Source: an optimization exercise on an open RTL-to-GDS flow (aim: small area). Production flows keep margins and buffers that such runs may drop.
In this exercise RTL edits were held to simulation tests only and were not proved equivalent to the original.

## red
Design fa_mac_slot, start of the top module:
module fa_mac_slot (
    input  wire         clk,
    input  wire         gsr,
    input  wire         gwe,
    input  wire [63:0]  x,
    input  wire [63:0]  y,
    input  wire [3:0]   ce,
    input  wire [3:0]   rst,
    input  wire [3:0]   aclr,
    input  wire [3:0]   sub,
    input  wire [7:0]   op_mode,
    input  wire [3:0]   sign_x,
    input  wire [3:0]   sign_y,
    input  wire [3:0]   frac,
    input  wire [3:0]   in_delay,
    input  wire [7:0]   rnd,
    input  wire [3:0]   sat,
    input  wire [7:0]   out_fmt,
    input  wire [39:0]  cin,
    output wire [39:0]  cout,
    output wire [159:0] out
);
==> flow/config.mk <==
export PLATFORM = sky130hd
export DESIGN_NAME = fa_mac_slot
export DESIGN_NICKNAME = fa_mac_slot
export VERILOG_FILES = /design/flow/design.v
export SDC_FILE = /design/flow/constraint.sdc
export NUM_CORES = 4
export LEC_CHECK = 0
export CAP_MARGIN = 20
export CORE_MARGIN = 2
export CORE_UTILIZATION = 60
export CTS_BUF_LIST = sky130_fd_sc_hd__clkbuf_4 sky130_fd_sc_hd__clkbuf_8
export SLEW_MARGIN = 20
export SYNTH_HIERARCHICAL = 1
export SYNTH_MINIMUM_KEEP_SIZE = 0
==> flow/constraint.sdc <==
create_clock -name core_clock -period 12.0 [get_ports {clk}]
set_input_delay 2.4000 -clock core_clock [delete_from_list [all_inputs] [get_ports {clk}]]
set_output_delay 2.4000 -clock core_clock [all_outputs]
set_load 0.01 [all_outputs]
standard.sh (not shown) runs the stock make flow with config.mk's settings and CLKGATE_MAP_FILE= SYNTH_SCRIPT=/design/flow/synth_recipe.tcl, a recipe that flattens the netlist after the stock synthesis.
==> flow/flow/run.sh <==
#!/bin/bash
# The standard layout (the standard.sh: standard synthesis, floorplan,
# placement, CTS, routing), except that the buffers placed on the input and
# output ports are the smallest buffer cell instead of the default delay cell.
set -euo pipefail
export BUFFER_PORTS_ARGS="-buffer_cell sky130_fd_sc_hd__buf_1"
bash standard.sh > standard.log 2>&1
diff inputs: red => blue
==> flow/run.sh (new file) <==
#!/bin/bash
# synth_recipe.tcl (not shown) runs the flow's synth.tcl, then flattens the netlist and writes it again
# the make line also repeats each setting of config.mk as NAME=value (left out here)
make -C /OpenROAD-flow-scripts/flow DESIGN_CONFIG=/design/flow/config.mk WORK_HOME=/design/flow/orfs CLKGATE_MAP_FILE= SYNTH_SCRIPT=/design/flow/synth_recipe.tcl finish
diff --git a/flow/config.mk b/flow/config.mk
--- a/flow/config.mk
+++ b/flow/config.mk
@@ -8,6 +8,5 @@
 export CAP_MARGIN = 20
 export CORE_MARGIN = 2
-export CORE_UTILIZATION = 60
-export CTS_BUF_LIST = sky130_fd_sc_hd__clkbuf_4 sky130_fd_sc_hd__clkbuf_8
+export CORE_UTILIZATION = 40
 export SLEW_MARGIN = 20
 export SYNTH_HIERARCHICAL = 1
removed: flow/flow/run.sh
removed: flow/standard.sh
Findings:
red and blue all finish clean.
Taking red as the reference, in blue utilization of the core after routing went down by 19 points; worst endpoint required time went down by 80 ps.
Flip-flop and latch count: red vs blue — no meaningful difference
Taking red as the reference, in blue met1 layer usage reported by global route decreased 13 points; routability congestion estimate from global placement decreased about 2.4%.


## run A
Another version of the RTL of fa_mac_slot (not shown whole).
Size in the first run: about 600 flip-flops.
export LEC_CHECK = 0
export CAP_MARGIN = 20
export CORE_MARGIN = 2
export CORE_UTILIZATION = 80
export CTS_BUF_LIST = sky130_fd_sc_hd__clkbuf_16
export CTS_CLUSTER_DIAMETER = 80
export CTS_CLUSTER_SIZE = 30
export SLEW_MARGIN = 20
export SYNTH_HIERARCHICAL = 1
export SYNTH_MINIMUM_KEEP_SIZE = 0
create_clock -name core_clock -period 12.0 [get_ports {clk}]
==> flow/flow/run.sh <==
#!/bin/bash
# The standard layout (the standard.sh: standard synthesis, floorplan,
# placement, CTS, routing), except that the buffers placed on the input and
# output ports are the smallest buffer cell instead of the default delay cell.
set -euo pipefail
export BUFFER_PORTS_ARGS="-buffer_cell sky130_fd_sc_hd__buf_1"
bash standard.sh > standard.log 2>&1
For run B, these inputs were changed with respect to run A:
Settings: a change of CORE_UTILIZATION from 80 to 70; a change of CTS_BUF_LIST from sky130_fd_sc_hd__clkbuf_16 to sky130_fd_sc_hd__clkbuf_4 sky130_fd_sc_hd__clkbuf_8; a change of CTS_CLUSTER_DIAMETER from 80 to 50; a change of CTS_CLUSTER_SIZE from 30 to 12.
Findings:
Run B has completed all stages; timing, DRC and antenna checks passed. Wire length of the first global-routing pass on run B is down relative to run A. Lower final net count goes to run A over run B. Taking run A as the reference, in run B fmax went up by 1.0%, share of the cycle needed by the critical path after routing went down by 0.92 points.
The following lists how run C was set up differently from run B:
Settings: CTS_CLUSTER_DIAMETER: 50 -> 60; CTS_CLUSTER_SIZE: 12 -> 15; CORE_UTILIZATION: 70 -> 80.
--- outcome ---
- Run C reports a higher initial core utilization than run B does.
- Measured against run B, the detailed-route wire length on metal 1 of run C comes out at 0.905 times the reference value.
- NOTE site row count run B->run C decreased by a few percent
Edits applied to the flow inputs when going from run C to run D:
Settings: a change of CTS_CLUSTER_DIAMETER from 60 to 70; a change of CORE_UTILIZATION from 80 to 70; a change of CTS_CLUSTER_SIZE from 15 to 18.
Results
- The final layout from run D, which completed every stage, passed the timing, DRC and antenna checks at the end of the flow.
- On net count reported at finish, run C and run D are neck and neck.
- The die used by run D is larger than the one used by run C.
- Run C and run D ended up with nearly the same signed area change from the synthesized netlist to the final layout.
- Worst reg2reg path depth (lower): run D
- Run D vs. run C: fraction of area in clock buffers and inverters went down by 0.31 points.
- Taking run C as the reference, in run D critical path required time has increased; utilization moved down.
Here is what was changed in the inputs of run E compared with run D.
Settings: swapping 70 for 80 in CORE_UTILIZATION; swapping 18 for 15 in CTS_CLUSTER_SIZE; swapping 70 for 60 in CTS_CLUSTER_DIAMETER; putting PLACE_DENSITY at 0.85 where nothing was set.
### Flow results
Compared with run D, run E has extra setup slack. Run E vs. run D: portion of the clock cycle consumed by the worst path in the final layout has remained practically unchanged, clock-buffer cell count has increased. Run comparison: run E capturing element of the worst setup path g_unit[1].unit.p2[4]; run D capturing element of the worst setup path g_unit[2].unit.p2[14]. Comparing run E and run D, buffer count excluding the clock tree in the final layout is lower on run E. The layout-stage area growth over the synthesis result on run E is in line with that on run D. Min hold slack across run E and run D: run E. Run D → run E: clock period minus worst slack moved down; met1 routing resource usage after global routing moved up; global-route usage moved up; final-layout fill cell count moved down.
Changes in run F relative to run E:
Settings: clearing PLACE_DENSITY, which used to be 0.85; swapping 80 for 70 in CORE_UTILIZATION.
Findings:
The termination of the worst setup path comes out g_unit[2].unit.p2[14] in one run and g_unit[1].unit.p2[4] in the other, namely in run F and run E respectively. Against run E, run F comes in 0.011 ns lower on pin slew with the least headroom to its limit. Run F reports its beginning of the critical path as g_unit[2].unit.frac_r while run E reports g_unit[1].unit.frac_r. Detailed-route wire length on metal 1: run F > run E. Run F ended with less number of cell instances on the worst register-to-register path than run E. Compared with run E, in run F clock insertion delay at the later pin of the skew report higher; fraction of final layout cells with drive strength greater than 1 up 0.33 points; global-route usage shrank by 7.4 points; global-route wire length before repair lost 7800 um; number of global-route vias before repair fell 6.5%. The largest incremental delay on the critical path reported for run F is greater than that of run E by 0.30 ns.


fa_mac_slot, a different RTL version from the one above (not shown whole).
Size in the first run: about 6100 cells after synthesis, about 430 I/O pins, roughly 0.061 mm2 of cells after synthesis.
Design fa_mac_slot, start of the top module:
module fa_mac_slot (
    input  wire         clk,
    input  wire         gsr,
    input  wire         gwe,
    input  wire [63:0]  x,
    input  wire [63:0]  y,
    input  wire [3:0]   ce,
    input  wire [3:0]   rst,
    input  wire [3:0]   aclr,
    input  wire [3:0]   sub,
    input  wire [7:0]   op_mode,
    input  wire [3:0]   sign_x,
    input  wire [3:0]   sign_y,
    input  wire [3:0]   frac,
    input  wire [3:0]   in_delay,
    input  wire [7:0]   rnd,
    input  wire [3:0]   sat,
    input  wire [7:0]   out_fmt,
    input  wire [39:0]  cin,
    output wire [39:0]  cout,
    output wire [159:0] out
);
==> flow/config.mk <==
export PLATFORM = sky130hd
export DESIGN_NAME = fa_mac_slot
export DESIGN_NICKNAME = fa_mac_slot
export VERILOG_FILES = /design/flow/design.v
export SDC_FILE = /design/flow/constraint.sdc
export NUM_CORES = 4
export LEC_CHECK = 0
export CAP_MARGIN = 20
export CORE_MARGIN = 2
export CORE_UTILIZATION = 85
export CTS_BUF_LIST = sky130_fd_sc_hd__clkbuf_4 sky130_fd_sc_hd__clkbuf_8
export CTS_CLUSTER_DIAMETER = 60
export CTS_CLUSTER_SIZE = 15
export SLEW_MARGIN = 20
export SYNTH_HIERARCHICAL = 1
export SYNTH_MINIMUM_KEEP_SIZE = 0
==> flow/constraint.sdc <==
create_clock -name core_clock -period 12.0 [get_ports {clk}]
set_input_delay 2.4000 -clock core_clock [delete_from_list [all_inputs] [get_ports {clk}]]
set_output_delay 2.4000 -clock core_clock [all_outputs]
set_load 0.01 [all_outputs]
Scripts as last shown in full above: flow/flow/run.sh
Edit:
- CORE_UTILIZATION: 85 -> 80
Effect: The new run ran to the end with no violations; clock skew came out lower by 22 ps.

-- static timing again, ports no longer ideal --
The flow's constraints put no driver on any port. The routed layouts listed below were extracted and timed again, unchanged, in two steps. Step 1, drivers: a clkbuf_16 drives clk and a buf_2 each remaining input, both assumed. Step 2 adds t to the input delays and takes it off the output delays; t is the mean of the earliest and latest rising clock arrival at the registers after step 1. Input paths then give back, and output paths get back, about the clock's delay inside the block. Slacks: ideal / step 1 / step 2; pairs: ideal / step 1.
run | t (ns) | slack for setup (ns) | hold WS [ns] | worst register clock-pin slew, ns | cell pins on the clock port's net
red | 0.877 | 1.730 / 1.730 / 1.277 | 0.411 / 0.411 / 0.411 | 0.08 / 0.08 | 1
blue | 0.768 | 1.699 / 1.699 / 1.151 | 0.463 / 0.463 / 0.463 | 0.08 / 0.08 | 1
run A | 0.683 | 1.338 / 1.338 / 1.338 | 0.447 / 0.447 / 0.447 | 0.11 / 0.11 | 1
run B | 0.832 | 1.448 / 1.448 / 1.448 | 0.447 / 0.447 / 0.447 | 0.09 / 0.09 | 1
run C | 0.808 | 1.441 / 1.441 / 1.441 | 0.445 / 0.445 / 0.445 | 0.10 / 0.10 | 1
run D | 0.843 | 1.430 / 1.430 / 1.430 | 0.450 / 0.450 / 0.450 | 0.12 / 0.12 | 1
run E | 0.808 | 1.441 / 1.441 / 1.441 | 0.445 / 0.445 / 0.445 | 0.10 / 0.10 | 1
run F | 0.879 | 1.447 / 1.447 / 1.447 | 0.448 / 0.448 / 0.448 | 0.11 / 0.11 | 1
the first run of note 3 | 0.832 | 0.419 / 0.419 / 0.419 | 0.458 / 0.458 / 0.458 | 0.12 / 0.12 | 1
the second run of note 3 | 0.796 | 1.149 / 1.149 / 0.996 | 0.454 / 0.454 / 0.454 | 0.10 / 0.10 | 1
After both steps setup and hold are still met in every run listed. The setup slack of blue, which loses most, moves by 0.000 ns with the drivers and by -0.548 ns with both steps.
